What follows belongs to an exercise in optimizing a design on an open flow for small area, a short achievable clock period and few clock cycles per item; a production flow would make more cautious choices. In this exercise RTL edits were held to simulation tests only and were not proved equivalent to the original.

$ cat flow/run.sh
#!/bin/bash
# Layout flow: the standard ORFS flow (standard.sh) unchanged, except
#  - every port still gets its own buffer, but a buf_1 instead of the
#    default delay buffer.
set -euo pipefail
bash standard.sh SETUP_SLACK_MARGIN=7.5 "BUFFER_PORTS_ARGS=-buffer_cell sky130_fd_sc_hd__buf_1" finish > standard.log 2>&1
$ cat standard.sh
#!/bin/bash
# synth_recipe.tcl (not shown) runs the flow's synth.tcl, then flattens the netlist and writes it again
# the make line also repeats each setting of config.mk as NAME=value (left out here)
make -C /OpenROAD-flow-scripts/flow DESIGN_CONFIG=/design/flow/config.mk WORK_HOME=/design/flow/orfs CLKGATE_MAP_FILE= SYNTH_SCRIPT=/design/flow/synth_recipe.tcl "${@:-finish}"
$ cat config.mk
export PLATFORM = sky130hd
export DESIGN_NAME = sha256_fp
export DESIGN_NICKNAME = sha256_fp
export VERILOG_FILES = /design/flow/design.v
export SDC_FILE = /design/flow/constraint.sdc
export NUM_CORES = 4
export LEC_CHECK = 0
export CAP_MARGIN = 20
export CORE_MARGIN = 2
export CORE_UTILIZATION = 60
export PLACE_DENSITY = 0.7
export SLEW_MARGIN = 20
$ cat constraint.sdc
create_clock -name core_clock -period 12.0 [get_ports {clk}]
set_input_delay 2.4000 -clock core_clock [delete_from_list [all_inputs] [get_ports {clk}]]
set_output_delay 2.4000 -clock core_clock [all_outputs]
set_load 0.01 [all_outputs]
$ cat design.v
module sha256_fp (
    input  wire         clk,
    input  wire         rst,         
    input  wire         in_valid,
    input  wire [63:0]  in_data,
    output wire         in_ready,
    output reg          fp_valid,
    output wire [255:0] fp
);
    reg [511:0] w;           
    reg [31:0]  a, b, c, d, e, f, g;
    reg [31:0]  hk;          
    reg [31:0]  ha0, ha1, ha2, ha3;      
    reg [31:0]  he0, he1, he2, he3;      
    reg [63:0]  hb;          
    reg         hbv;
    reg [5:0]   rnd;         
    reg         run;         
    reg         rpad;        
    reg [3:0]   nb;          
    reg [6:0]   lc;          
    reg         f62, f63;    
    reg         f63i;        
    reg         upd;         
    localparam FASTA = 0;    
    localparam [31:0] I0 = 32'h6a09e667, I1 = 32'hbb67ae85, I2 = 32'h3c6ef372, I3 = 32'ha54ff53a,
                      I4 = 32'h510e527f, I5 = 32'h9b05688c, I6 = 32'h1f83d9ab, I7 = 32'h5be0cd19;
    reg [31:0] kn, kt;
    always @(*) begin
        case (rnd)
            6'd0: kn = 32'hb5c0fbcf; 6'd1: kn = 32'he9b5dba5; 6'd2: kn = 32'h3956c25b; 6'd3: kn = 32'h59f111f1;
            6'd4: kn = 32'h923f82a4; 6'd5: kn = 32'hab1c5ed5; 6'd6: kn = 32'hd807aa98; 6'd7: kn = 32'h12835b01;
            6'd8: kn = 32'h243185be; 6'd9: kn = 32'h550c7dc3; 6'd10: kn = 32'h72be5d74; 6'd11: kn = 32'h80deb1fe;
            6'd12: kn = 32'h9bdc06a7; 6'd13: kn = 32'hc19bf174; 6'd14: kn = 32'he49b69c1; 6'd15: kn = 32'hefbe4786;
            6'd16: kn = 32'h0fc19dc6; 6'd17: kn = 32'h240ca1cc; 6'd18: kn = 32'h2de92c6f; 6'd19: kn = 32'h4a7484aa;
            6'd20: kn = 32'h5cb0a9dc; 6'd21: kn = 32'h76f988da; 6'd22: kn = 32'h983e5152; 6'd23: kn = 32'ha831c66d;
            6'd24: kn = 32'hb00327c8; 6'd25: kn = 32'hbf597fc7; 6'd26: kn = 32'hc6e00bf3; 6'd27: kn = 32'hd5a79147;
            6'd28: kn = 32'h06ca6351; 6'd29: kn = 32'h14292967; 6'd30: kn = 32'h27b70a85; 6'd31: kn = 32'h2e1b2138;
            6'd32: kn = 32'h4d2c6dfc; 6'd33: kn = 32'h53380d13; 6'd34: kn = 32'h650a7354; 6'd35: kn = 32'h766a0abb;
            6'd36: kn = 32'h81c2c92e; 6'd37: kn = 32'h92722c85; 6'd38: kn = 32'ha2bfe8a1; 6'd39: kn = 32'ha81a664b;
            6'd40: kn = 32'hc24b8b70; 6'd41: kn = 32'hc76c51a3; 6'd42: kn = 32'hd192e819; 6'd43: kn = 32'hd6990624;
            6'd44: kn = 32'hf40e3585; 6'd45: kn = 32'h106aa070; 6'd46: kn = 32'h19a4c116; 6'd47: kn = 32'h1e376c08;
            6'd48: kn = 32'h2748774c; 6'd49: kn = 32'h34b0bcb5; 6'd50: kn = 32'h391c0cb3; 6'd51: kn = 32'h4ed8aa4a;
            6'd52: kn = 32'h5b9cca4f; 6'd53: kn = 32'h682e6ff3; 6'd54: kn = 32'h748f82ee; 6'd55: kn = 32'h78a5636f;
            6'd56: kn = 32'h84c87814; 6'd57: kn = 32'h8cc70208; 6'd58: kn = 32'h90befffa; 6'd59: kn = 32'ha4506ceb;
            6'd60: kn = 32'hbef9a3f7; 6'd61: kn = 32'hc67178f2; 6'd62: kn = 32'h428a2f98; default: kn = 32'h71374491;
        endcase
    end
    always @(posedge clk)
        kt <= kn;
    wire [3:0] ph   = rnd[3:0];
    wire       free = rnd[5:4] == 2'b11;             
    wire       padl = lc[6];                         
    wire       slot = free && ph[0] && !nb[3] && (ph[3:1] == nb[2:0]);
    wire       ins  = slot && (padl || hbv);
    wire       drain = slot && !padl && hbv;
    wire       start = f63 && (nb[3] || (nb[2:0] == 3'd7 && ins)) && !(run && rpad);
    assign in_ready = !hbv;
    wire accept = in_valid && !hbv;
    wire ld63   = f63 && run && !rst;                
    wire [31:0] bw0 = padl ? {nb[2:0] == 3'd0, 31'd0} : hb[63:32];
    wire [31:0] bw1 = padl ? {16'd0, nb[2:0] == 3'd7, 15'd0} : hb[31:0];
    function [31:0] rotr;
        input [31:0] x;
        input integer n;
        rotr = (x >> n) | (x << (32 - n));
    endfunction
    wire [31:0] s1  = rotr(e, 6) ^ rotr(e, 11) ^ rotr(e, 25);
    wire [31:0] ch  = (e & f) ^ (~e & g);
    wire [31:0] s0  = rotr(a, 2) ^ rotr(a, 13) ^ rotr(a, 22);
    wire [31:0] maj = (a & b) ^ (a & c) ^ (b & c);
    wire [31:0] s1b  = rotr(e, 6) ^ (rotr(e, 11) ^ rotr(e, 25));
    wire [31:0] s0b  = rotr(a, 2) ^ (rotr(a, 13) ^ rotr(a, 22));
    wire [31:0] maj2 = (a & (b | c)) | (b & c);
    wire [31:0] t_s, t_c, x1_s, x1_c, x2_s, x2_c, y1_s, y1_c;
    csx u_t  (s1,   s1b,  hk,   ch,   t_s,  t_c);
    csx u_x1 (s0,   s0b,  t_s,  t_c,  x1_s, x1_c);
    csx u_x2 (maj,  maj2, x1_s, x1_c, x2_s, x2_c);
    csa u_y1 (t_s,  t_c,  d,    y1_s, y1_c);
    wire [31:0] a_n, e_n;
    add32 #(.FAST(FASTA)) u_an (x2_s, x2_c, 1'b0, a_n);
    add32 #(.FAST(FASTA)) u_en (y1_s, y1_c, 1'b0, e_n);
    wire [31:0] df_s, df_c, df;
    csa u_df (c, he2, ~ha2, df_s, df_c);
    add32 u_dfa (df_s, df_c, 1'b1, df);
    wire [31:0] w0  = w[31:0];
    wire [31:0] w1  = w[63:32];
    wire [31:0] w9  = w[319:288];
    wire [31:0] w14 = w[479:448];
    wire [31:0] w15 = w[511:480];
    wire [31:0] sg0 = rotr(w1, 7) ^ rotr(w1, 18) ^ (w1 >> 3);
    wire [31:0] sg1 = rotr(w14, 17) ^ rotr(w14, 19) ^ (w14 >> 10);
    wire [31:0] ws_s, ws_c, wt_s, wt_c, w16;
    csa u_w1 (w0,   w9,   sg0,  ws_s, ws_c);
    csa u_w2 (ws_s, ws_c, sg1,  wt_s, wt_c);
    add32 u_w16 (wt_s, wt_c, 1'b0, w16);
    wire [31:0] k_s, k_c, k2_s, k2_c, hk_n;
    csa u_k  (kt,  w1,  f63 ? he2 : g,      k_s,  k_c);
    csa u_k2 (k_s, k_c, f62 ? ha2 : 32'd0,  k2_s, k2_c);
    add32 u_hk (k2_s, k2_c, 1'b0, hk_n);
    wire [31:0] ffa, ffe;
    add32 u_ffa (ha0, upd ? a : 32'd0, 1'b0, ffa);
    add32 u_ffe (he0, upd ? e : 32'd0, 1'b0, ffe);
    function [255:0] digest_bytes;
        input [255:0] hv;        
        integer k;
        begin
            for (k = 0; k < 32; k = k + 1)
                digest_bytes[8*k +: 8] = hv[255-8*k -: 8];
        end
    endfunction
    assign fp = digest_bytes({ha0, ha3, ha2, ha1, he0, he3, he2, he1});
    always @(posedge clk) begin
        w[447:0]   <= w[479:32];
        w[479:448] <= ins ? bw0 : w15;
        w[511:480] <= ins ? bw1 : (free ? w0 : w16);
        hk <= hk_n;
        a <= f63i ? ha1 : a_n;
        b <= f63 ? ffa : a;
        c <= f63 ? ha3 : b;
        d <= f63 ? ha2 : f62 ? df : c;
        e <= f63i ? he1 : e_n;
        f <= f63 ? ffe : e;
        g <= f63 ? he3 : f;
        if (accept)
            hb <= {in_data[7:0],   in_data[15:8],  in_data[23:16], in_data[31:24],
                   in_data[39:32], in_data[47:40], in_data[55:48], in_data[63:56]};
        if (ld63) begin
            ha0 <= a_n;
            he0 <= e_n;
        end else if (rst || fp_valid) begin
            ha0 <= I3;
            he0 <= I7;
        end else begin
            ha0 <= ha1;
            he0 <= he1;
        end
        if (rst || fp_valid) begin
            {ha1, ha2, ha3} <= {I2, I1, I0};
            {he1, he2, he3} <= {I6, I5, I4};
        end else begin
            ha1 <= ha2;
            ha2 <= ha3;
            ha3 <= ffa;
            he1 <= he2;
            he2 <= he3;
            he3 <= ffe;
        end
    end
    always @(posedge clk) begin
        if (rst) begin
            hbv      <= 1'b0;
            rnd      <= 6'd49;
            run      <= 1'b0;
            rpad     <= 1'b0;
            nb       <= 4'd0;
            lc       <= 7'd0;
            f62      <= 1'b0;
            f63      <= 1'b0;
            f63i     <= 1'b0;
            upd      <= 1'b0;
            fp_valid <= 1'b0;
        end else begin
            if (accept)
                hbv <= 1'b1;
            else if (drain)
                hbv <= 1'b0;
            fp_valid <= f63 && run && rpad;
            if (f63) begin
                rnd <= start ? 6'd0 : 6'd48;
                run <= start;
            end else begin
                rnd <= rnd + 6'd1;
            end
            f62  <= rnd == 6'd61;
            f63  <= rnd == 6'd62;
            f63i <= rnd == 6'd62 && !run;
            upd  <= run && (rnd == 6'd60 || rnd == 6'd61 || rnd == 6'd62);
            if (start) begin
                nb   <= 4'd0;
                rpad <= padl;
                lc   <= padl ? 7'd0 : lc + 7'd1;
            end else if (ins) begin
                nb <= nb + 4'd1;
            end
        end
    end
endmodule
module csa (
    input  wire [31:0] x,
    input  wire [31:0] y,
    input  wire [31:0] z,
    output wire [31:0] s,
    output wire [31:0] c
);
    assign s = x ^ y ^ z;
    wire [31:0] m = (x & y) | (x & z) | (y & z);
    assign c = {m[30:0], 1'b0};
endmodule
module add32 #(parameter FAST = 0) (
    input  wire [31:0] x,
    input  wire [31:0] y,
    input  wire        ci,
    output wire [31:0] s
);
    generate if (FAST == 1) begin : g_tool
        assign s = x + y + {31'd0, ci};
    end else if (FAST == 2) begin : g_ks
        wire [31:0] p0 = x ^ y;
        reg  [31:0] G, P, Gn, Pn;
        integer l, i;
        always @(*) begin
            G = (x & y) | {31'd0, p0[0] & ci};
            P = p0;
            for (l = 0; l < 5; l = l + 1) begin
                Gn = G; Pn = P;
                for (i = 31; i >= (1 << l); i = i - 1) begin
                    Gn[i] = G[i] | (P[i] & G[i - (1 << l)]);
                    Pn[i] = P[i] & P[i - (1 << l)];
                end
                G = Gn; P = Pn;
            end
        end
        assign s = p0 ^ {G[30:0], ci};
    end else begin : g_skl
        wire [31:0] p0 = x ^ y;
        reg  [31:0] G, P;
        integer l, i;
        always @(*) begin
            G = (x & y) | {31'd0, p0[0] & ci};
            P = p0;
            for (l = 0; l < 5; l = l + 1)
                for (i = 31; i >= 0; i = i - 1)
                    if (i & (1 << l)) begin
                        G[i] = G[i] | (P[i] & G[((i >> l) << l) - 1]);
                        P[i] = P[i] & P[((i >> l) << l) - 1];
                    end
        end
        assign s = p0 ^ {G[30:0], ci};
    end endgenerate
endmodule
module csx (
    input  wire [31:0] x,
    input  wire [31:0] xc,
    input  wire [31:0] y,
    input  wire [31:0] z,
    output wire [31:0] s,
    output wire [31:0] c
);
    assign s = x ^ y ^ z;
    wire [31:0] m = (xc & y) | (xc & z) | (y & z);
    assign c = {m[30:0], 1'b0};
endmodule
==> results of run 1 <==
[layout by cell type (no fill, tap or decap), types with 212 or more instances in the layout]
cell / count
xnor2_1: 343
fa_1: 213
ha_1: 262
inv_1: 400
a21oi_1: 234
nor2_1: 212
nand2_1: 288
o21ai_0: 220
buf_1: 323
dfxtp_1: 1025
[cell type report]
class                           count  area share (%)
Timing Repair Buffer              442            3.80
Inverter                          405            2.49
Multi-Input combinational cell   3329            46.2
Sequential cell                  1145            38.9
Antenna cell                        1         0.00410
Tap cell                         1155            2.37
Clock inverter                     50            1.11
Clock buffer                      161            5.22
[synthesized netlist by cell type (37+ instances only)]
library cell / instances
inv_1: 403
clkbuf_1: 222
xor2_1: 235
edfxtp_1: 64
nand2b_1: 37
ha_1: 267
maj3_1: 58
nor3_1: 83
mux2_2: 161
xnor2_1: 399
a21o_1: 85
nand2_1: 291
and2_1: 164
dfxtp_1: 1081
o21ai_1: 39
or3_1: 62
nor2_1: 219
fa_1: 214
nand3_1: 74
a22o_1: 37
a21oi_1: 256
mux2i_1: 62
o21ai_0: 234
[final timing paths]
kind | startpoint | to | slack, ns | cells past startpoint
hold reg to reg | w[168] | w[136] | 0.30 | 0
hold / removal | w[168] | w[136] | 0.30 | 0
setup reg to reg | e[12] | ha0[31] | 7.46 | 21
setup / recovery | e[12] | ha0[31] | 7.46 | 21
[repair_timing]
item / CTS / global route
hold buffers: 0 / 0
setup endpoints to repair: 126 / 78
buffers inserted: 29 / 40
pin swaps: 32 / 70
hold endpoints to repair: 0 / 0
resized for setup: 169 / 144
gates cloned: 4 / 1
[per-stage QoR]
| step | setup slack (ns) | util (%) | instance area (µm²) |
|---|---|---|---|
| after detailed placement | 5.93 | 63.3 | 55000 |
| after global placement | 5.96 | 63.2 | 55000 |
| final | 7.46 | 70.2 | 61100 |
| after CTS | 7.48 | 69.0 | 60000 |
| after global routing | 7.25 | 70.2 | 61100 |
| after floorplan | 7.53 | - | 52900 |
[metal layers]
layer / up-vias / track usage, % / share of wire [%]
met5: - / 0 / 0.0081
met4: 2 / 16.4 / 5.2
met3: 364 / 5.66 / 7.5
met2: 1586 / 56.4 / 46
met1: 18400 / 46.1 / 41
li1: 17700 / - / -
[cells by family (layout without fill, tap and decap cells)]
family          after synthesis  after routing  share of synthesized area [%]
simple gates               1032           1033                           9.51
xor+xnor                    634            634                           10.5
flops                      1145           1145                           44.5
fa+ha+maj                   539            539                           15.5
compound gates              896            896                           10.5
mux                         227            227                           4.77
buf+inv                     657           1058                           4.66
other cells                   0              1                              0
==> out/results.tsv, run 1 <==
metric	value	unit
slowest library cell on the worst path	dfxtp_4	
RSZ-0062 raised after global routing	yes	
core area	87000	µm²
MaxCap Viol Count	0	
Fin Clk Skew	0.0434	ns
Max Freq	0.220	GHz
Routed WL	160000	µm
Worst setup EP type	register	
Top FF cell, synth	dfxtp_1	
Post-DRT Antenna Nets	0	
Yosys warning count	3	
Detailed Place HPWL	117000	µm
Starting Density	60.8	%
crit-path most repeated cell	buf_4	
top cell type's share of synthesized area	40.9	%
worst-margin pin slew	1.10	ns
global-route wire length before repair	234000	µm
leading area contributor after synthesis	dfxtp_1	
Area Growth Syn to Fin	15.5	%
Iter 0 DRT Violations	2970	
setup tns final	0	ns
relative slew slack	25.8	%
Chip Height	301	µm
fillers	6577	
largest net degree at the start of global routing	87	
Syn Nets	5678	
clock sink total	1145	
CTS root buf	clkbuf_16	
Die X	301	µm
die area	90500	µm²
max reg flops	512	
WP buf/inv	3	
crit-path max cell delay	0.45	ns
detailed-route via count	38000	
Final Hold Viols	0	
layout cell share with drive strength beyond 1	12.9	%
Register Area	23700	µm²
Seq/Total Area, Yosys	44.5	%
First-pass DRT Iterations	8	
period utilisation layout	37.8	%
DRC viols	0	
clock slew at reported path FFs	0.07	ns
area of the multi-input gates	28200	µm²
post-synthesis async set-or-reset flop share	0	%
flops & latches, synth	1145	
biggest regs	w (512), hb (64)	
Total Nets Final	5982	
CP Class	reg -> reg	
Data arrival, critical path	5.08	ns
CTS tree	done	
Hold/Removal Path Class	reg -> reg	
crit-path cells	xor2_2 -> xnor2_2 -> buf_4 -> maj3_2 -> inv_1 -> ha_1 -> nor2_1 -> o21ai_0 -> a21boi_1 -> ha_4 -> o21ai_2 -> o211ai_1 -> nand4_1 -> buf_4 -> a21oi_4 -> nor3_4 -> o31ai_4 -> a21o_1 -> a21oi_2 -> xnor2_1 -> a21oi_1	
I/O pins	325	
CTS Buffer Depth	3	
Hold Slack	0.305	ns
Clk Latency, worst-skew pair	0.73	ns
dpl cells	6402	
largest reg by FF count	w	
Avg Cell Area, Syn	10.3	µm²
drt wl/cell	23.9	µm
largest driver fanout on the critical path	6	
startpoint types	register	
max-slew violation count	0	
Syn Inst Count	5130	
outcome	complete, no violations	
Post-synth EDFFs	64	
# setup viols final	0	
DR vias/cell	5.68	
Post-Syn Area	52900	µm²
Overflow after GRT	0	
vias in the first global route	36800	
post-synthesis cell type count	79	
routability cong.	0.953	
CTS buffer count	111	
Synth area leaders	dfxtp_1 41%, fa_1 8.1%, xnor2_1 6.6%, ha_1 6.3%, xor2_1 3.9%	
total global routing track utilization	34.9	%
initial antenna violation count	4	
CP required	12.55	ns
final std cells w/o fill	6688	
I/O Buffers	324	
H-Tree Level Count	3	
row cnt	108	
min Tclk post-route	4.54	ns
Crit path max-delay family	compound AO/OA/AOI/OAI gates	
Testbench counts, summed over its fixed seeds: cycles 133,752, blocks 32.
==> run 2: changes to the inputs <==
--- a/config.mk
+++ b/config.mk
@@ -8,5 +8,7 @@
 export CAP_MARGIN = 20
 export CORE_MARGIN = 2
 export CORE_UTILIZATION = 60
+export CTS_CLUSTER_DIAMETER = 100
+export CTS_CLUSTER_SIZE = 20
 export PLACE_DENSITY = 0.7
 export SLEW_MARGIN = 20
==> run 2 against run 1 <==
Critical path type unchanged; critical endpoint is now he0[30]; flip-flop and latch count unchanged; global-route usage shrank 0.62 points; largest cell class unchanged; still clean.
==> out/results.tsv, run 2 <==
metric	value	unit
Max Freq	0.225	GHz
Syn Nets	5678	
largest net degree at the start of global routing	87	
Hold/Removal Path Class	reg -> reg	
Worst R2R Path Depth	18	
clock slew at reported path FFs	0.10	ns
RSZ-0062 raised after global routing	yes	
most frequent cells in the layout	1025 x dfxtp_1, 398 x inv_1, 342 x xnor2_1, 323 x buf_1, 289 x nand2_1	
# setup viols final	0	
R2R setup slack	7.56	ns
Top FF cell, synth	dfxtp_1	
Yosys warning count	3	
Area Growth Syn to Fin	11.8	%
Clk Latency, worst-skew pair	0.69	ns
DRC viols	0	
H-Tree Level Count	3	
flops & latches, synth	1145	
startpoint types	register	
relative slew slack	24.1	%
Fin Clk Skew	0.0375	ns
leading area contributor after synthesis	dfxtp_1	
Chip Height	301	µm
min-delay src	w[372]	
CTS buffer count	67	
DR vias/cell	5.72	
drt wl/cell	23.9	µm
CTS Buffer Depth	3	
period utilisation layout	37.0	%
clock sink total	1145	
biggest regs	w (512), hb (64)	
CP Class	reg -> reg	
commonest cells in the netlist	1081 x dfxtp_1, 403 x inv_1, 399 x xnor2_1, 291 x nand2_1, 267 x ha_1	
Reg-to-Reg Start	e[12]	
row cnt	108	
CTS tree	done	
MaxCap Viol Count	0	
Syn Inst Count	5130	
Post-Route Utilization	67.9	%
hold path cells	0	
Reg-to-Reg End	he0[30]	
CTS Hold Bufs	0	
Detailed Place HPWL	117000	µm
Routed WL	157000	µm
Iter 0 DRT Violations	3157	
Post-Syn Area	52900	µm²
Final Hold Viols	0	
post-synthesis cell type count	79	
CP required	12.52	ns
Die X	301	µm
Overflow after GRT	0	
Total Nets Final	5940	
Post-DRT Antenna Nets	0	
Hold Slack	0.316	ns
max reg flops	512	
Register Area	23700	µm²
largest reg by FF count	w	
min Tclk post-route	4.44	ns
Synth area leaders	dfxtp_1 41%, fa_1 8.1%, xnor2_1 6.6%, ha_1 6.3%, xor2_1 3.9%	
routability cong.	0.953	
initial antenna violation count	6	
post-synthesis async set-or-reset flop share	0	%
I/O Buffers	324	
area of the multi-input gates	28100	µm²
CTS root buf	clkbuf_16	
setup tns final	0	ns
Seq/Total Area, Yosys	44.5	%
fillers	6817	
layout cell share with drive strength beyond 1	11.1	%
Starting Density	60.8	%
global-route wire length before repair	230000	µm
die area	90500	µm²
detailed-route via count	37600	
worst-margin pin slew	1.12	ns
total global routing track utilization	34.3	%
core area	87000	µm²
worst hold endpoint	w[340]	
Avg Cell Area, Syn	10.3	µm²
vias in the first global route	36100	
Worst setup EP type	register	
outcome	complete, no violations	
I/O pins	325	
Data arrival, critical path	4.96	ns
top cell type's share of synthesized area	40.9	%
largest driver fanout on the critical path	6	
Post-synth EDFFs	64	
First-pass DRT Iterations	6	
most frequent cell after synthesis	dfxtp_1	
commonest non-fill, non-tap cell in the layout	dfxtp_1	
max-slew violation count	0	
## run 2: per-layer routing
| metal | global-route usage [%] | share of wire, % |
|---|---|---|
| met5 | 0 | 0 |
| met4 | 15.5 | 4.8 |
| met3 | 5.22 | 7.8 |
| met2 | 55.6 | 46 |
| met1 | 45.5 | 41 |
## run 2: cell families (layout without fill, tap and decap cells)
kind of cell,Yosys count,after routing,synth area share [%]
buf+inv,657,938,4.66
simple gates,1032,1032,9.51
fa+ha+maj,539,539,15.5
mux,227,227,4.77
other cells,0,1,0
compound gates,896,896,10.5
flops,1145,1145,44.5
xor+xnor,634,634,10.5
## run 2: final cells by class
cell class	instances	area share (%)
Sequential cell	1145	40.1
Multi-Input combinational cell	3328	47.6
Antenna cell	1	0.00423
Clock inverter	9	0.368
Tap cell	1155	2.44
Inverter	405	2.57
Clock buffer	79	2.91
Timing Repair Buffer	445	3.99
## run 2: critical path, cell delays in order, from the launching register on
cell and delay, ns:
dfxtp_4 0.42, xor2_2 0.17, xnor2_2 0.37, xnor2_2 0.21, buf_4 0.18, buf_4 0.12
fa_1 0.42, inv_1 0.08, ha_1 0.19, a21oi_1 0.11, o211ai_1 0.34, nand3_2 0.20
a211oi_4 0.36, o21ai_2 0.13, a21boi_2 0.21, a41o_1 0.31, a31oi_1 0.13, xor2_1 0.23
a21oi_1 0.10
## run 2: worst max-delay path by stage
stage                     startpoint       to  slack [ns]
after floorplan                  f63   hk[28]        7.53
after global placement           f63   hk[28]        5.96
after detailed placement         f63   hk[31]        5.93
after CTS                      e[30]  he0[30]        7.46
after global routing           e[20]    a[28]        7.42
final                          e[12]  he0[30]        7.56
## run 2: through the flow
step | cells | cell area [µm²] | setup WS (ns)
after floorplan | 5130 | 52900 | 7.53
after global placement | 6401 | 55000 | 5.96
after detailed placement | 6402 | 55000 | 5.93
after CTS | 6515 | 57900 | 7.46
after global routing | 6566 | 59100 | 7.42
final | 6567 | 59100 | 7.56
## run 2: repair_timing
item	4_1_cts	5_1_grt
setup buffers	21	51
setup endpoints to repair	126	86
resized for setup	156	146
pin swaps	15	66
cloned	4	0
==> run 3: changes to the inputs <==
==> flow/run.sh (replaced) <==
#!/bin/bash
# Layout flow: the standard ORFS flow (standard.sh) unchanged, except
#  - every port still gets its own buffer, but a buf_1 instead of the
#    default delay buffer.
set -euo pipefail
bash standard.sh SETUP_SLACK_MARGIN=8.0 "BUFFER_PORTS_ARGS=-buffer_cell sky130_fd_sc_hd__buf_1" finish > standard.log 2>&1
==> run 3 against run 2 <==
Cell count increased by 2.5%; clock-buffer cell count rose by 4; die area unchanged; critical endpoint is now ha0[31]; register-to-register slack improved by 0.095 ns; critical path depth is 3 higher.
==> out/results.tsv, run 3 <==
metric	value	unit
startpoint types	register	
relative slew slack	31.8	%
Syn Nets	5678	
final std cells w/o fill	6729	
I/O pins	325	
clock sink total	1145	
largest reg by FF count	w	
Detailed Place HPWL	118000	µm
WP buf/inv	3	
Area Growth Syn to Fin	18.0	%
Yosys warning count	3	
top cell type's share of synthesized area	40.9	%
Routed WL	166000	µm
Avg Cell Area, Syn	10.3	µm²
Post-Route Utilization	71.7	%
RSZ-0062 raised after global routing	yes	
Final Hold Viols	0	
total global routing track utilization	35.4	%
grt met3 use	4.47	%
Placement Setup Slack	6.57	ns
layout cell share with drive strength beyond 1	18.3	%
routability cong.	0.947	
Post-synth EDFFs	64	
CTS Buffer Depth	3	
Data arrival, critical path	4.91	ns
Crit path max-delay family	XOR/XNOR gates	
I/O Buffers	324	
Post-Syn Area	52900	µm²
fillers	6416	
Overflow after GRT	0	
Syn Inst Count	5130	
DR vias/cell	5.76	
Total Nets Final	6099	
Clk Latency, worst-skew pair	0.70	ns
die area	90500	µm²
slowest library cell on the worst path	dfxtp_4	
vias in the first global route	37100	
crit-path max cell delay	0.42	ns
min Tclk post-route	4.35	ns
post-synthesis cell type count	79	
row cnt	108	
global-route wire length before repair	237000	µm
setup tns final	0	ns
crit-path cells	xor2_4 -> xnor2_2 -> buf_4 -> xnor2_4 -> xor2_2 -> buf_6 -> xor2_4 -> xnor2_2 -> xnor2_2 -> xnor2_1 -> ha_1 -> a21oi_1 -> o21a_2 -> buf_6 -> a21oi_4 -> nor3_4 -> o31ai_4 -> a21o_1 -> a21oi_2 -> xnor2_2 -> a21oi_2	
largest net degree at the start of global routing	91	
CTS buffer count	67	
Seq/Total Area, Yosys	44.5	%
crit-path most repeated cell	xnor2_2	
met2 Usage GRT	58.1	%
Max Freq	0.230	GHz
Starting Density	60.8	%
fin area	62400	µm²
CTS Hold Bufs	0	
# setup viols final	0	
CTS tree	done	
initial antenna violation count	7	
Post-DRT Antenna Nets	0	
post-synthesis async set-or-reset flop share	0	%
core area	87000	µm²
Synth area leaders	dfxtp_1 41%, fa_1 8.1%, xnor2_1 6.6%, ha_1 6.3%, xor2_1 3.9%	
detailed-route via count	38800	
Iter 0 DRT Violations	3697	
worst-margin pin slew	1.01	ns
most frequent cells in the layout	1004 x dfxtp_1, 392 x inv_1, 323 x buf_1, 300 x xnor2_1, 285 x nand2_1	
most frequent cell after synthesis	dfxtp_1	
biggest regs	w (512), hb (64)	
Top FF cell, synth	dfxtp_1	
MaxCap Viol Count	0	
GR Util met1	47.0	%
drt wl/cell	24.7	µm
dpl cells	6401	
setup ws final	7.65	ns
commonest non-fill, non-tap cell in the layout	dfxtp_1	
max reg flops	512	
largest driver fanout on the critical path	4	
First-pass DRT Iterations	9	
GR peak layer	met2	
Hold/Removal Path Class	reg -> reg	
DRC viols	0	
outcome	complete, no violations	
CP required	12.56	ns
max-slew violation count	0	
period utilisation layout	36.2	%
Fin Clk Skew	0.0486	ns
CTS root buf	clkbuf_16	
leading area contributor after synthesis	dfxtp_1	
flops & latches, synth	1145	
H-Tree Level Count	3	
commonest cells in the netlist	1081 x dfxtp_1, 403 x inv_1, 399 x xnor2_1, 291 x nand2_1, 267 x ha_1	
dpl cell area	55100	µm²
CP Class	reg -> reg	
clock slew at reported path FFs	0.09	ns
Chip Height	301	µm
Worst setup EP type	register	
Die X	301	µm
[run 3: cell counts after synthesis]
Identical to the previous run, type by type.
[run 3: routing by layer]
layer  vias to the layer above  part of all wire [%]
li1                      17800                     -
met1                     18900                    40
met2                      1711                    47
met3                       361                   7.3
met4                         2                   5.7
met5                         -                 0.011
[run 3: worst register-to-register path, stage by stage, from the launching register on]
cell	delay [ns]
dfxtp_4	0.42
xor2_4	0.21
xnor2_2	0.25
buf_4	0.20
xnor2_4	0.12
xor2_2	0.24
buf_6	0.16
xor2_4	0.08
xnor2_2	0.27
xnor2_2	0.15
xnor2_1	0.09
ha_1	0.36
a21oi_1	0.17
o21a_2	0.24
buf_6	0.13
a21oi_4	0.05
nor3_4	0.32
o31ai_4	0.13
a21o_1	0.22
a21oi_2	0.19
xnor2_2	0.15
a21oi_2	0.07
[run 3: logic make-up after synthesis]
group           Yosys count  synth area share [%]
compound gates          896                  10.5
mux                     227                  4.77
simple gates           1032                  9.51
buf+inv                 657                  4.66
fa+ha+maj               539                  15.5
xor+xnor                634                  10.5
flops                  1145                  44.5
[run 3: area by class of cell]
| type | count | area (µm²) | share of cell area [%] |
|---|---|---|---|
| well taps | 1155 | 1450 | 2.32 |
| clock inverters | 8 | 180 | 0.289 |
| multi-input cells | 3328 | 30000 | 48.1 |
| repair buffers | 604 | 3710 | 5.94 |
| clock buffers | 83 | 1760 | 2.81 |
| inverters | 405 | 1520 | 2.44 |
| diodes | 1 | 2.50 | 0.00401 |
| flip-flops and latches | 1145 | 23800 | 38.1 |
[run 3: stage by stage]
step	hold slack, ns
5_1_grt	0.303
4_1_cts	0.301
6_report	0.304
2_1_floorplan	0.310
3_3_place_gp	0.310
3_5_place_dp	0.312
[run 3: worst paths after layout]
kind / depth (start not counted) / startpoint / slack (ns) / to
min reg2reg: 0 / w[73] / 0.30 / w[41]
max: 21 / e[20] / 7.65 / ha0[31]
max reg2reg: 21 / e[20] / 7.65 / ha0[31]
min: 0 / w[73] / 0.30 / w[41]
[run 3: repair_timing]
action | in CTS | in global routing
pin swaps | 158 | 193
setup endpoints to repair | 225 | 139
cloned | 2 | 3
setup buffers | 142 | 88
gates resized for setup | 406 | 299
==> run 4: changes to the inputs <==
--- a/design.v
+++ b/design.v
@@ -113,7 +113,7 @@
     always @(posedge clk) begin
         w[447:0]   <= w[479:32];
         w[479:448] <= ins ? bw0 : w15;
-        w[511:480] <= ins ? bw1 : (free ? w0 : w16);
+        w[511:480] <= !free ? w16 : ins ? bw1 : w0;      
         hk <= hk_n;
         a <= f63i ? ha1 : a_n;
         b <= f63 ? ffa : a;
--- a/config.mk
+++ b/config.mk
@@ -12,3 +12,4 @@
 export CTS_CLUSTER_SIZE = 20
 export PLACE_DENSITY = 0.7
 export SLEW_MARGIN = 20
+export TNS_END_PERCENT = 10
==> run 4 against run 3 <==
Via count decreased by 0.95%; sequential share of layout area increased by 1.2 points; global-route usage grew 0.084 points; still clean on timing, DRC and antenna.
==> out/results.tsv, run 4 <==
metric	value	unit
outcome	complete, no violations	
commonest cells in the netlist	1081 x dfxtp_1, 405 x inv_1, 398 x xnor2_1, 322 x nand2_1, 267 x ha_1	
layout cell share with drive strength beyond 1	14.3	%
Max Freq	0.229	GHz
die area	90800	µm²
max reg flops	512	
largest driver fanout on the critical path	4	
First-pass DRT Iterations	6	
GR peak layer	met2	
clock sink total	1145	
biggest regs	w (512), hb (64)	
crit-path max cell delay	0.40	ns
largest reg by FF count	w	
DRC viols	0	
CTS root buf	clkbuf_16	
most frequent cell after synthesis	dfxtp_1	
Area Growth Syn to Fin	14.1	%
Post-DRT Antenna Nets	0	
crit-path cells	xor2_4 -> xnor2_2 -> xnor2_1 -> xor2_1 -> buf_4 -> buf_6 -> xnor2_4 -> xnor2_2 -> maj3_2 -> ha_4 -> and4_4 -> nand3_2 -> nand3b_1 -> buf_6 -> a211oi_4 -> o21ai_2 -> or3_4 -> nand3_2 -> o211ai_1 -> xnor2_1 -> a21oi_1	
Synth area leaders	dfxtp_1 41%, fa_1 8.1%, xnor2_1 6.6%, ha_1 6.3%, xor2_1 3.6%	
Worst setup EP type	register	
startpoint types	register	
leading area contributor after synthesis	dfxtp_1	
Chip Height	301	µm
Routed WL	164000	µm
DR vias/cell	5.77	
core area	88000	µm²
Hold Slack	0.318	ns
grt met3 use	6.46	%
H-Tree Level Count	3	
post-synthesis cell type count	82	
met2 Usage GRT	56.3	%
detailed-route via count	38400	
MaxCap Viol Count	0	
dpl cell area	55100	µm²
Final Hold Viols	0	
worst-margin pin slew	0.986	ns
Yosys warning count	3	
setup tns final	0	ns
drt wl/cell	24.6	µm
Overflow after GRT	0	
Syn Nets	5693	
top cell type's share of synthesized area	40.8	%
CTS Buffer Depth	3	
fillers	6765	
fin area	60500	µm²
routability cong.	0.990	
Clk Latency, worst-skew pair	0.68	ns
initial antenna violation count	8	
Detailed Place HPWL	121000	µm
Post-synth EDFFs	64	
Fin Clk Skew	0.0284	ns
Die X	301	µm
max-slew violation count	0	
slowest library cell on the worst path	dfxtp_4	
CP required	12.52	ns
final std cells w/o fill	6649	
CTS buffer count	68	
Hold/Removal Path Class	reg -> reg	
post-synthesis async set-or-reset flop share	0	%
# setup viols final	0	
Starting Density	60.3	%
Top FF cell, synth	dfxtp_1	
most frequent cells in the layout	1015 x dfxtp_1, 394 x inv_1, 333 x xnor2_1, 323 x buf_1, 320 x nand2_1	
flops & latches, synth	1145	
CP Class	reg -> reg	
Iter 0 DRT Violations	3215	
Avg Cell Area, Syn	10.3	µm²
CTS tree	done	
Total Nets Final	6008	
Post-Syn Area	53000	µm²
clock slew at reported path FFs	0.09	ns
largest net degree at the start of global routing	79	
Syn Inst Count	5145	
Data arrival, critical path	4.89	ns
I/O pins	325	
Seq/Total Area, Yosys	44.4	%
total global routing track utilization	35.5	%
dpl cells	6423	
R2R setup slack	7.63	ns
RSZ-0062 raised after global routing	yes	
relative slew slack	33.5	%
vias in the first global route	37600	
row cnt	109	
commonest non-fill, non-tap cell in the layout	dfxtp_1	
min Tclk post-route	4.37	ns
I/O Buffers	324	
period utilisation layout	36.4	%
global-route wire length before repair	238000	µm
GR Util met1	45.8	%
==> run 4: area by class of cell <==
type,count,area [µm²],share of cell area [%]
inverter,409,1540,2.54
multi-input combinational,3337,29000,47.9
sequential,1145,23700,39.3
antenna,3,7.51,0.0124
tap,1165,1460,2.41
timing repair buffer,499,2810,4.64
clock buffer,80,1770,2.92
clock inverter,11,204,0.337
==> run 4: path summary, 6_finish.rpt <==
| kind | end | startpoint | depth (start not counted) |
|---|---|---|---|
| worst max register to register | ha0[31] | e[24] | 21 |
| worst min register to register | w[60] | w[92] | 0 |
| worst min-delay path | w[60] | w[92] | 0 |
| worst max-delay path | ha0[31] | e[24] | 21 |
==> run 4: kinds of logic after synthesis <==
family | share of synthesized area (%)
XOR/XNOR | 10.2
buffers and inverters | 4.72
AO/OA/AOI/OAI | 10.3
adder cells (fa/ha/maj) | 15.5
flip-flops | 44.4
multiplexers | 5.04
AND/OR/NAND/NOR | 9.83
==> run 4: repair_timing <==
| item | in CTS | in global routing |
|---|---|---|
| setup buffers | 94 | 34 |
| hold buffers | 0 | 0 |
| pin swaps | 103 | 78 |
| gates cloned | 4 | 0 |
| resized for setup | 341 | 133 |
| setup endpoints to repair | 165 | 167 |
==> run 4: worst max-delay path, delay by kind of cell, from the launching register on <==
family,cells,cell delay (ns)
adders and majority gates,2,0.64
DFF,1,0.40
and+or+nand+nor,5,0.92
AOI/OAI and AO/OA,4,0.57
xor gates and xnor gates,7,1.24
buffers and inverters,3,0.45
==> run 4: per-stage QoR <==
stage               util [%]  setup WS, ns
finish                  68.8          7.63
floorplan                  -          7.53
CTS                     67.6          7.72
global placement        62.7          6.70
detailed placement      62.7          6.57
global route            68.8          7.48
==> run 4: layer usage <==
layer	wire length [µm]	share of wire (%)
met1	66000	40
met2	74400	45
met3	12600	7.7
met4	10600	6.5
met5	11	0.0067
Testbench counts of run 4, summed over its fixed seeds: cycles 133,752, blocks 32.
==> run 5: changes to the inputs <==
==> flow/run.sh (replaced) <==
#!/bin/bash
# Layout flow: the standard ORFS flow (standard.sh) unchanged, except
#  - every port still gets its own buffer, but a buf_1 instead of the
#    default delay buffer.
set -euo pipefail
bash standard.sh SETUP_SLACK_MARGIN=7.5 "BUFFER_PORTS_ARGS=-buffer_cell sky130_fd_sc_hd__buf_1" finish > standard.log 2>&1
--- a/config.mk
+++ b/config.mk
@@ -12,4 +12,3 @@
 export CTS_CLUSTER_SIZE = 20
 export PLACE_DENSITY = 0.7
 export SLEW_MARGIN = 20
-export TNS_END_PERCENT = 10
==> run 5 against run 4 <==
Register-to-register slack worse by 0.05 ns; core utilization is 1.8 points lower; via count is 1.8% lower; flip-flop and latch count stayed put; critical path type unchanged.
==> out/results.tsv, run 5 <==
metric	value	unit
dpl cell area	55100	µm²
min-delay src	w[408]	
worst hold endpoint	w[376]	
core area	88000	µm²
commonest cells in the netlist	1081 x dfxtp_1, 405 x inv_1, 398 x xnor2_1, 322 x nand2_1, 267 x ha_1	
First-pass DRT Iterations	6	
startpoint types	register	
Routed WL	159000	µm
Post-Syn Area	53000	µm²
Chip Height	301	µm
largest net degree at the start of global routing	79	
CTS buffer count	68	
dpl cells	6423	
Seq/Total Area, Yosys	44.4	%
Die X	301	µm
uppermost routed layer	met5	
Iter 0 DRT Violations	3026	
CP required	12.52	ns
MaxCap Viol Count	0	
post-synthesis async set-or-reset flop share	0	%
period utilisation layout	36.8	%
clock slew at reported path FFs	0.09	ns
Clk Latency, worst-skew pair	0.67	ns
Post-Route Utilization	66.9	%
flops & latches, synth	1145	
final std cells w/o fill	6572	
biggest regs	w (512), hb (64)	
drt wl/cell	24.3	µm
Worst R2R Path Depth	19	
Avg Cell Area, Syn	10.3	µm²
DRC viols	0	
detailed-route via count	37700	
max reg flops	512	
Max Freq	0.226	GHz
initial antenna violation count	7	
vias in the first global route	36700	
Starting Density	60.3	%
routability cong.	0.990	
CTS root buf	clkbuf_16	
slowest library cell on the worst path	dfxtp_4	
outcome	complete, no violations	
row cnt	109	
RSZ-0062 raised after global routing	yes	
Synth area leaders	dfxtp_1 41%, fa_1 8.1%, xnor2_1 6.6%, ha_1 6.3%, xor2_1 3.6%	
Final Hold Viols	0	
# setup viols final	0	
total global routing track utilization	34.6	%
Area Growth Syn to Fin	11.0	%
Top FF cell, synth	dfxtp_1	
hold path cells	0	
most frequent cell after synthesis	dfxtp_1	
die area	90800	µm²
largest reg by FF count	w	
crit-path most repeated cell	xnor2_2	
Syn Inst Count	5145	
Syn Nets	5693	
I/O pins	325	
Data arrival, critical path	4.94	ns
R2R setup slack	7.58	ns
H-Tree Level Count	3	
crit-path cells	mux2_4 -> xnor2_2 -> xnor2_2 -> inv_1 -> ha_1 -> or2_2 -> maj3_2 -> ha_4 -> and4_4 -> nand3_2 -> nand3b_1 -> buf_6 -> a211oi_4 -> o21ai_2 -> or3_4 -> nand3_1 -> o211ai_1 -> xnor2_1 -> a21oi_1	
Reg-to-Reg End	ha0[31]	
Overflow after GRT	0	
Fin Clk Skew	0.0280	ns
Post-synth EDFFs	64	
clock sink total	1145	
fin area	58900	µm²
commonest non-fill, non-tap cell in the layout	dfxtp_1	
top cell type's share of synthesized area	40.8	%
Yosys warning count	3	
leading area contributor after synthesis	dfxtp_1	
Met2 Routed Length	73100	µm
CP Class	reg -> reg	
Hold/Removal Path Class	reg -> reg	
most frequent cells in the layout	1028 x dfxtp_1, 403 x inv_1, 352 x xnor2_1, 323 x buf_1, 320 x nand2_1	
Total Nets Final	5932	
global-route wire length before repair	232000	µm
largest driver fanout on the critical path	4	
CTS Buffer Depth	3	
I/O Buffers	324	
post-synthesis cell type count	82	
max-slew violation count	0	
setup tns final	0	ns
Crit path max-delay family	simple AND/OR/NAND/NOR gates	
Detailed Place HPWL	121000	µm
Worst setup EP type	register	
routed length on met1	65000	µm
layout cell share with drive strength beyond 1	11.0	%
WP buf/inv	2	
DR vias/cell	5.74	
Post-DRT Antenna Nets	0	
relative slew slack	27.5	%
worst-margin pin slew	1.08	ns
Reg-to-Reg Start	e[10]	
min Tclk post-route	4.42	ns
crit-path max cell delay	0.37	ns
CTS tree	done	
met3 wire length	12200	µm
CTS Hold Bufs	0	
-- run 5: how the worst max path moves through the flow --
| stage | slack (ns) | to | startpoint | cells past startpoint |
|---|---|---|---|---|
| after floorplan | 7.53 | hk[9] | f63 | 14 |
| after global placement | 6.70 | hk[31] | f63 | 15 |
| after detailed placement | 6.57 | hk[31] | f63 | 15 |
| after CTS | 7.49 | hk[31] | f63 | 15 |
| after global routing | 7.33 | ha0[9] | e[2] | 18 |
| final | 7.58 | ha0[31] | e[10] | 19 |
-- run 5: cell type report --
type	count	area, µm²
Antenna cell	2	5.00
Inverter	409	1540
Multi-Input combinational cell	3337	28100
Tap cell	1165	1460
Clock inverter	11	204
Sequential cell	1145	23700
Clock buffer	80	1770
Fill cell	7036	29100
Timing Repair Buffer	423	2090
-- run 5: timing repair --
item / 4_1_cts / 5_1_grt
buffers inserted: 18 / 36
resized for setup: 139 / 147
cloned: 0 / 2
hold endpoints to repair: 0 / 0
pin swaps: 19 / 55
setup endpoints to repair: 101 / 61
-- run 5: kinds of logic (layout without fill, tap and decap cells) --
group | after synthesis | count (layout) | synth area share (%)
DFF | 1145 | 1145 | 44.4
AOI/OAI and AO/OA | 882 | 882 | 10.3
adders and majority gates | 539 | 539 | 15.5
xor gates and xnor gates | 618 | 618 | 10.2
other | 0 | 2 | 0
and+or+nand+nor | 1062 | 1062 | 9.83
muxes | 236 | 236 | 5.04
buffers and inverters | 663 | 923 | 4.72
-- run 5: per-layer routing --
metal | global-route usage, % | up-vias
met4 | 16.7 | 2
met2 | 55.4 | 1554
met1 | 45.3 | 18300
li1 | - | 17500
met5 | 0 | -
met3 | 6.15 | 349
-- run 5: through the flow --
step | setup slack (ns) | hold WS [ns]
2_1_floorplan | 7.53 | 0.310
3_3_place_gp | 6.70 | 0.310
3_5_place_dp | 6.57 | 0.312
4_1_cts | 7.49 | 0.318
5_1_grt | 7.33 | 0.330
6_report | 7.58 | 0.318
==> run 6: changes to the inputs <==
--- a/design.v
+++ b/design.v
@@ -95,8 +95,8 @@
     csa u_w2 (ws_s, ws_c, sg1,  wt_s, wt_c);
     add32 u_w16 (wt_s, wt_c, 1'b0, w16);
     wire [31:0] k_s, k_c, k2_s, k2_c, hk_n;
-    csa u_k  (kt,  w1,  f63 ? he2 : g,      k_s,  k_c);
-    csa u_k2 (k_s, k_c, f62 ? ha2 : 32'd0,  k2_s, k2_c);
+    csa u_k  (kt,  w1,  f62 ? ha2 : 32'd0,  k_s,  k_c);
+    csa u_k2 (k_s, k_c, f63 ? he2 : g,      k2_s, k2_c);
     add32 u_hk (k2_s, k2_c, 1'b0, hk_n);
     wire [31:0] ffa, ffe;
     add32 u_ffa (ha0, upd ? a : 32'd0, 1'b0, ffa);
==> run 6 against run 5 <==
Still clean; global-route usage fell by 0.47 points; design area barely moved; flip-flop and latch count did not move; register-to-register slack got worse by 0.06 ns; critical path type unchanged; critical endpoint is now he0[31]; highest routed layer is now met4.
==> out/results.tsv, run 6 <==
metric	value	unit
CP required	12.52	ns
Yosys warning count	3	
clock slew at reported path FFs	0.09	ns
Reg-to-Reg Start	e[2]	
Overflow after GRT	0	
CTS root buf	clkbuf_16	
post-synthesis mux area share	4.60	%
max reg flops	512	
Reg-to-Reg End	he0[31]	
Starting Density	60.3	%
Clk Latency, worst-skew pair	0.68	ns
main combinational cell family by area after synthesis	adder cells	
setup ws final	7.53	ns
outcome	complete, no violations	
Post-DRT Antenna Nets	0	
Fin Clk Skew	0.0499	ns
First-pass DRT Iterations	8	
Worst setup EP type	register	
Post-synth EDFFs	64	
Total Nets Final	5970	
largest reg by FF count	w	
RSZ-0062 raised after global routing	yes	
clock sink total	1145	
I/O pins	325	
Iter 0 DRT Violations	3271	
drt wl/cell	23.8	µm
I/O Buffers	324	
largest driver fanout on the critical path	5	
setup tns final	0	ns
post-synthesis cell type count	73	
fillers	7010	
vias in the first global route	36300	
Post-Syn Area	53100	µm²
Worst R2R Path Depth	19	
CTS buffer count	67	
Area Growth Syn to Fin	10.9	%
most frequent cells in the layout	1022 x dfxtp_1, 409 x inv_1, 335 x xnor2_1, 323 x buf_1, 294 x nand2_1	
Post-Route Utilization	66.9	%
Max Freq	0.223	GHz
H-Tree Level Count	3	
startpoint types	register	
Placement Setup Slack	6.69	ns
Setup crit start	e[2]	
min Tclk post-route	4.47	ns
R2R setup slack	7.53	ns
total global routing track utilization	34.1	%
Synth area leaders	dfxtp_1 41%, fa_1 8.1%, xnor2_1 6.4%, ha_1 6.3%, edfxtp_1 3.6%	
worst-margin pin slew	1.01	ns
Hold/Removal Path Class	reg -> reg	
core area	88000	µm²
complex-gate fraction of the synthesized area	10.7	%
CTS Hold Bufs	0	
Data arrival, critical path	5.00	ns
dpl cells	6449	
Top FF cell, synth	dfxtp_1	
top cell type's share of synthesized area	40.8	%
Final Hold Viols	0	
leading area contributor after synthesis	dfxtp_1	
Chip Height	301	µm
detailed-route via count	38000	
Avg Cell Area, Syn	10.2	µm²
Routed WL	157000	µm
DRC viols	0	
initial antenna violation count	1	
post-synthesis adder-cell area fraction	15.5	%
simple-gate share of the synthesized area	10.1	%
routability cong.	0.966	
max-slew violation count	0	
layout cell share with drive strength beyond 1	10.3	%
final std cells w/o fill	6609	
CP Class	reg -> reg	
period utilisation layout	37.3	%
CTS Buffer Depth	3	
largest net degree at the start of global routing	84	
Critical Path Sink	he0[31]	
relative slew slack	32.7	%
most frequent cell after synthesis	dfxtp_1	
Syn Nets	5729	
CTS tree	done	
commonest cells in the netlist	1081 x dfxtp_1, 414 x inv_1, 387 x xnor2_1, 295 x nand2_1, 267 x ha_1	
biggest regs	w (512), hb (64)	
die area	90800	µm²
post-synthesis async set-or-reset flop share	0	%
row cnt	109	
DR vias/cell	5.74	
MaxCap Viol Count	0	
Syn Inst Count	5181	
Die X	301	µm
Detailed Place HPWL	118000	µm
commonest non-fill, non-tap cell in the layout	dfxtp_1	
Post-Synth XOR/XNOR Area	9.92	%
# setup viols final	0	
Seq/Total Area, Yosys	44.4	%
flops & latches, synth	1145	
global-route wire length before repair	229000	µm
-- run 6: cell types whose count changed after synthesis, sizes merged, moves of 17 or more --
cell   previous run  this run
a21o             50        90
nor2            200       247
a21oi           268       251
nand2           322       295
o21ai           271       244
nand3            61        84
-- run 6: area by class of cell --
cell class,count,area [µm²],share of cell area (%)
flip-flops and latches,1145,23700,40.3
diodes,1,2.50,0.00425
well taps,1165,1460,2.48
clock buffers,81,1730,2.94
repair buffers,430,2140,3.64
clock inverters,9,206,0.351
inverters,415,1560,2.65
multi-input cells,3363,28000,47.6
-- run 6: per-layer routing --
metal / track usage, % / part of all wire (%) / up-vias
met3: 5.17 / 7.5 / 363
met1: 45.6 / 42 / 18400
li1: - / - / 17700
met2: 54.1 / 45 / 1534
met5: 0 / 0 / -
met4: 16.7 / 5.9 / 0
-- run 6: worst min path at each step --
stage               startpoint  endpoint  slack, ns  cells after the start
floorplan               w[132]    w[100]       0.31                      0
global placement        w[187]    w[155]       0.31                      0
detailed placement      w[137]    w[105]       0.31                      0
CTS                     w[432]    w[400]       0.30                      0
global route            w[432]    w[400]       0.32                      0
finish                  w[432]    w[400]       0.30                      0
-- run 6: timing repair --
item / CTS / global route
buffers inserted: 14 / 53
cloned: 1 / 1
setup endpoints to repair: 100 / 82
pin swaps: 11 / 64
gates resized for setup: 106 / 157
endpoints found under the hold margin: 0 / 0
-- run 6: cells by family (layout without fill, tap and decap cells) --
group,count (synthesis),after routing
other cells,0,1
flops,1145,1145
xor+xnor,601,601
simple gates,1099,1099
fa+ha+maj,539,539
mux,216,216
compound gates,908,908
buf+inv,673,935
-- run 6: critical path, cell delays in order, from the launching register on --
cell and delay (ns):
dfxtp_4 0.43, mux2i_4 0.28, xnor2_2 0.13, xnor2_2 0.16, buf_6 0.15, buf_4 0.13
fa_1 0.49, inv_2 0.06, ha_4 0.21, a21o_1 0.17, a21o_1 0.19, a211oi_2 0.31
o31ai_1 0.10, buf_4 0.17, o211a_4 0.25, o31a_1 0.35, a311o_1 0.33, a21oi_2 0.21
xnor2_2 0.15, o21ai_1 0.08
-- run 6: stage by stage --
step / cell area (µm²) / hold WS (ns)
3_3_place_gp: 55100 / 0.309
3_5_place_dp: 55100 / 0.312
2_1_floorplan: 53100 / 0.310
4_1_cts: 57600 / 0.299
6_report: 58900 / 0.299
5_1_grt: 58900 / 0.316
Testbench counts of run 6, summed over its fixed seeds: cycles 133,752, blocks 32.
==> run 7: changes to the inputs <==
--- a/config.mk
+++ b/config.mk
@@ -8,7 +8,7 @@
 export CAP_MARGIN = 20
 export CORE_MARGIN = 2
 export CORE_UTILIZATION = 60
-export CTS_CLUSTER_DIAMETER = 100
-export CTS_CLUSTER_SIZE = 20
+export CTS_CLUSTER_DIAMETER = 120
+export CTS_CLUSTER_SIZE = 25
 export PLACE_DENSITY = 0.7
 export SLEW_MARGIN = 20
==> run 7 against run 6 <==
Critical path depth shrank 1; die area is the same; cell count shrank 0.45%; clock-buffer cell count shrank 19; largest cell class unchanged.
==> out/results.tsv, run 7 <==
metric	value	unit
outcome	complete, no violations	
Syn Inst Count	5181	
R2R setup slack	7.46	ns
worst hold endpoint	w[138]	
detailed-route via count	37600	
MaxCap Viol Count	0	
most frequent cells in the layout	1021 x dfxtp_1, 410 x inv_1, 341 x xnor2_1, 323 x buf_1, 294 x nand2_1	
max reg flops	512	
biggest regs	w (512), hb (64)	
Iter 0 DRT Violations	3135	
Area Growth Syn to Fin	9.57	%
Routed WL	156000	µm
I/O pins	325	
die area	90800	µm²
Starting Density	60.3	%
largest driver fanout on the critical path	6	
Post-Syn Area	53100	µm²
Overflow after GRT	0	
slowest library cell on the worst path	fa_1	
min-delay src	w[170]	
commonest non-fill, non-tap cell in the layout	dfxtp_1	
Syn Nets	5729	
routability cong.	0.966	
global-route wire length before repair	228000	µm
min Tclk post-route	4.54	ns
Die X	301	µm
Avg Cell Area, Syn	10.2	µm²
Data arrival, critical path	5.11	ns
Detailed Place HPWL	118000	µm
period utilisation layout	37.8	%
DR vias/cell	5.71	
largest net degree at the start of global routing	84	
Post-synth EDFFs	64	
Final Hold Viols	0	
top cell type's share of synthesized area	40.8	%
Synth area leaders	dfxtp_1 41%, fa_1 8.1%, xnor2_1 6.4%, ha_1 6.3%, edfxtp_1 3.6%	
startpoint types	register	
vias in the first global route	36000	
RSZ-0062 raised after global routing	yes	
core area	88000	µm²
row cnt	109	
First-pass DRT Iterations	6	
CTS root buf	clkbuf_16	
CP Class	reg -> reg	
Chip Height	301	µm
crit-path cells	xor2_2 -> xnor2_2 -> xnor2_1 -> xor2_1 -> buf_4 -> inv_1 -> fa_1 -> ha_1 -> a21o_1 -> a21o_1 -> a21o_1 -> a41o_1 -> o211a_4 -> o31a_1 -> a311o_1 -> a21oi_2 -> xnor2_2 -> o21ai_1	
Reg-to-Reg End	e[31]	
Seq/Total Area, Yosys	44.4	%
fin area	58100	µm²
GR peak layer	met2	
drt wl/cell	23.7	µm
crit-path most repeated cell	a21o_1	
initial antenna violation count	2	
relative slew slack	30.9	%
WP buf/inv	2	
dpl cell area	55100	µm²
clock slew at reported path FFs	0.11	ns
Post-DRT Antenna Nets	0	
Worst setup EP type	register	
Clk Latency, worst-skew pair	0.70	ns
total global routing track utilization	33.9	%
dpl cells	6449	
clock sink total	1145	
worst-margin pin slew	1.03	ns
Hold/Removal Path Class	reg -> reg	
Yosys warning count	3	
flops & latches, synth	1145	
Crit path max-delay family	compound AO/OA/AOI/OAI gates	
H-Tree Level Count	2	
leading area contributor after synthesis	dfxtp_1	
Reg-to-Reg Start	e[24]	
post-synthesis cell type count	73	
CTS Hold Bufs	0	
max-slew violation count	0	
layout cell share with drive strength beyond 1	9.64	%
CTS tree	done	
Max Freq	0.220	GHz
largest reg by FF count	w	
setup tns final	0	ns
CP required	12.57	ns
I/O Buffers	324	
CTS Buffer Depth	3	
Fin Clk Skew	0.0399	ns
commonest cells in the netlist	1081 x dfxtp_1, 414 x inv_1, 387 x xnor2_1, 295 x nand2_1, 267 x ha_1	
grt met3 use	4.97	%
fillers	7138	
GR Util met1	45.4	%
Total Nets Final	5948	
Top FF cell, synth	dfxtp_1	
met2 Usage GRT	54.3	%
# setup viols final	0	
DRC viols	0	
CTS buffer count	52	
most frequent cell after synthesis	dfxtp_1	
Worst R2R Path Depth	18	
final std cells w/o fill	6579	
Setup crit start	e[24]	
crit-path max cell delay	0.44	ns
post-synthesis async set-or-reset flop share	0	%
hold path cells	0	
==> run 7: cell counts after synthesis <==
Identical to the previous run, type by type.
==> run 7: per-layer routing <==
metal / vias to the layer above / wire length (µm)
li1: 17600 / -
met1: 18100 / 65400
met2: 1486 / 70800
met3: 340 / 11200
met4: 2 / 8710
met5: - / 13
==> run 7: timing repair <==
item	in CTS	in global routing
pin swaps	10	45
cloned	1	1
resized for setup	110	127
buffers inserted	12	48
endpoints found under the setup margin	100	77
==> run 7: cell type report <==
| class | instances | area, µm² | area share, % |
|---|---|---|---|
| clock buffer | 62 | 1340 | 2.30 |
| antenna | 1 | 2.50 | 0.00430 |
| tap | 1165 | 1460 | 2.51 |
| sequential | 1145 | 23700 | 40.8 |
| multi-input combinational | 3363 | 27900 | 47.9 |
| inverter | 415 | 1560 | 2.68 |
| clock inverter | 5 | 106 | 0.183 |
| timing repair buffer | 423 | 2100 | 3.62 |
==> run 7: cell families after synthesis <==
family | Yosys count | synth area share [%]
muxes | 216 | 4.60
buffers and inverters | 673 | 4.76
DFF | 1145 | 44.4
and+or+nand+nor | 1099 | 10.1
AOI/OAI and AO/OA | 908 | 10.7
adders and majority gates | 539 | 15.5
xor gates and xnor gates | 601 | 9.92
==> run 7: how the worst max path moves through the flow <==
stage                    to  slack, ns  depth (start not counted)
floorplan             e[31]       7.70                         17
global placement      a[17]       6.75                         20
detailed placement  ha0[17]       6.69                         20
CTS                 ha0[17]       7.49                         20
global route        he0[31]       7.31                         18
finish                e[31]       7.46                         18
==> run 7: per-stage QoR <==
step | setup slack [ns] | utilization [%] | hold WS, ns
6_report | 7.46 | 66.1 | 0.302
5_1_grt | 7.31 | 66.1 | 0.308
4_1_cts | 7.49 | 64.9 | 0.306
3_5_place_dp | 6.69 | 62.7 | 0.312
3_3_place_gp | 6.75 | 62.7 | 0.309
2_1_floorplan | 7.70 | - | 0.310

## static timing again, ports no longer ideal
The flow's constraints put no driver on any port. The routed layouts listed below were extracted and timed again, unchanged, in two steps. Step 1 sets driving cells, clkbuf_16 on the clock port and buf_2 on the other inputs (assumed; they add their load-dependent delay and slew). Step 2 also shifts input and output timing later by t, the mid clock arrival at the registers, as if the neighbouring blocks saw the same clock. Slacks: ideal / step 1 / step 2; pairs: ideal / step 1.
run	t, ns	slack for setup (ns)	worst hold slack (ns)	slew at the worst register clock pin (ns)
run 1	0.784	7.464 / 7.464 / 6.953	0.305 / 0.305 / 0.305	0.07 / 0.07
run 2	0.738	7.555 / 7.555 / 7.056	0.316 / 0.316 / 0.316	0.10 / 0.10
run 3	0.748	7.651 / 7.651 / 7.344	0.304 / 0.304 / 0.304	0.09 / 0.09
run 4	0.732	7.635 / 7.635 / 7.332	0.318 / 0.318 / 0.318	0.10 / 0.10
run 5	0.726	7.581 / 7.581 / 7.293	0.318 / 0.318 / 0.318	0.09 / 0.09
run 6	0.722	7.525 / 7.525 / 7.216	0.299 / 0.299 / 0.299	0.10 / 0.10
run 7	0.746	7.461 / 7.461 / 7.280	0.302 / 0.302 / 0.302	0.12 / 0.12
After both steps every run listed still meets setup and hold. For run 1, which loses most, drivers alone change the setup slack by 0.000 ns; drivers and shift together by -0.511 ns.
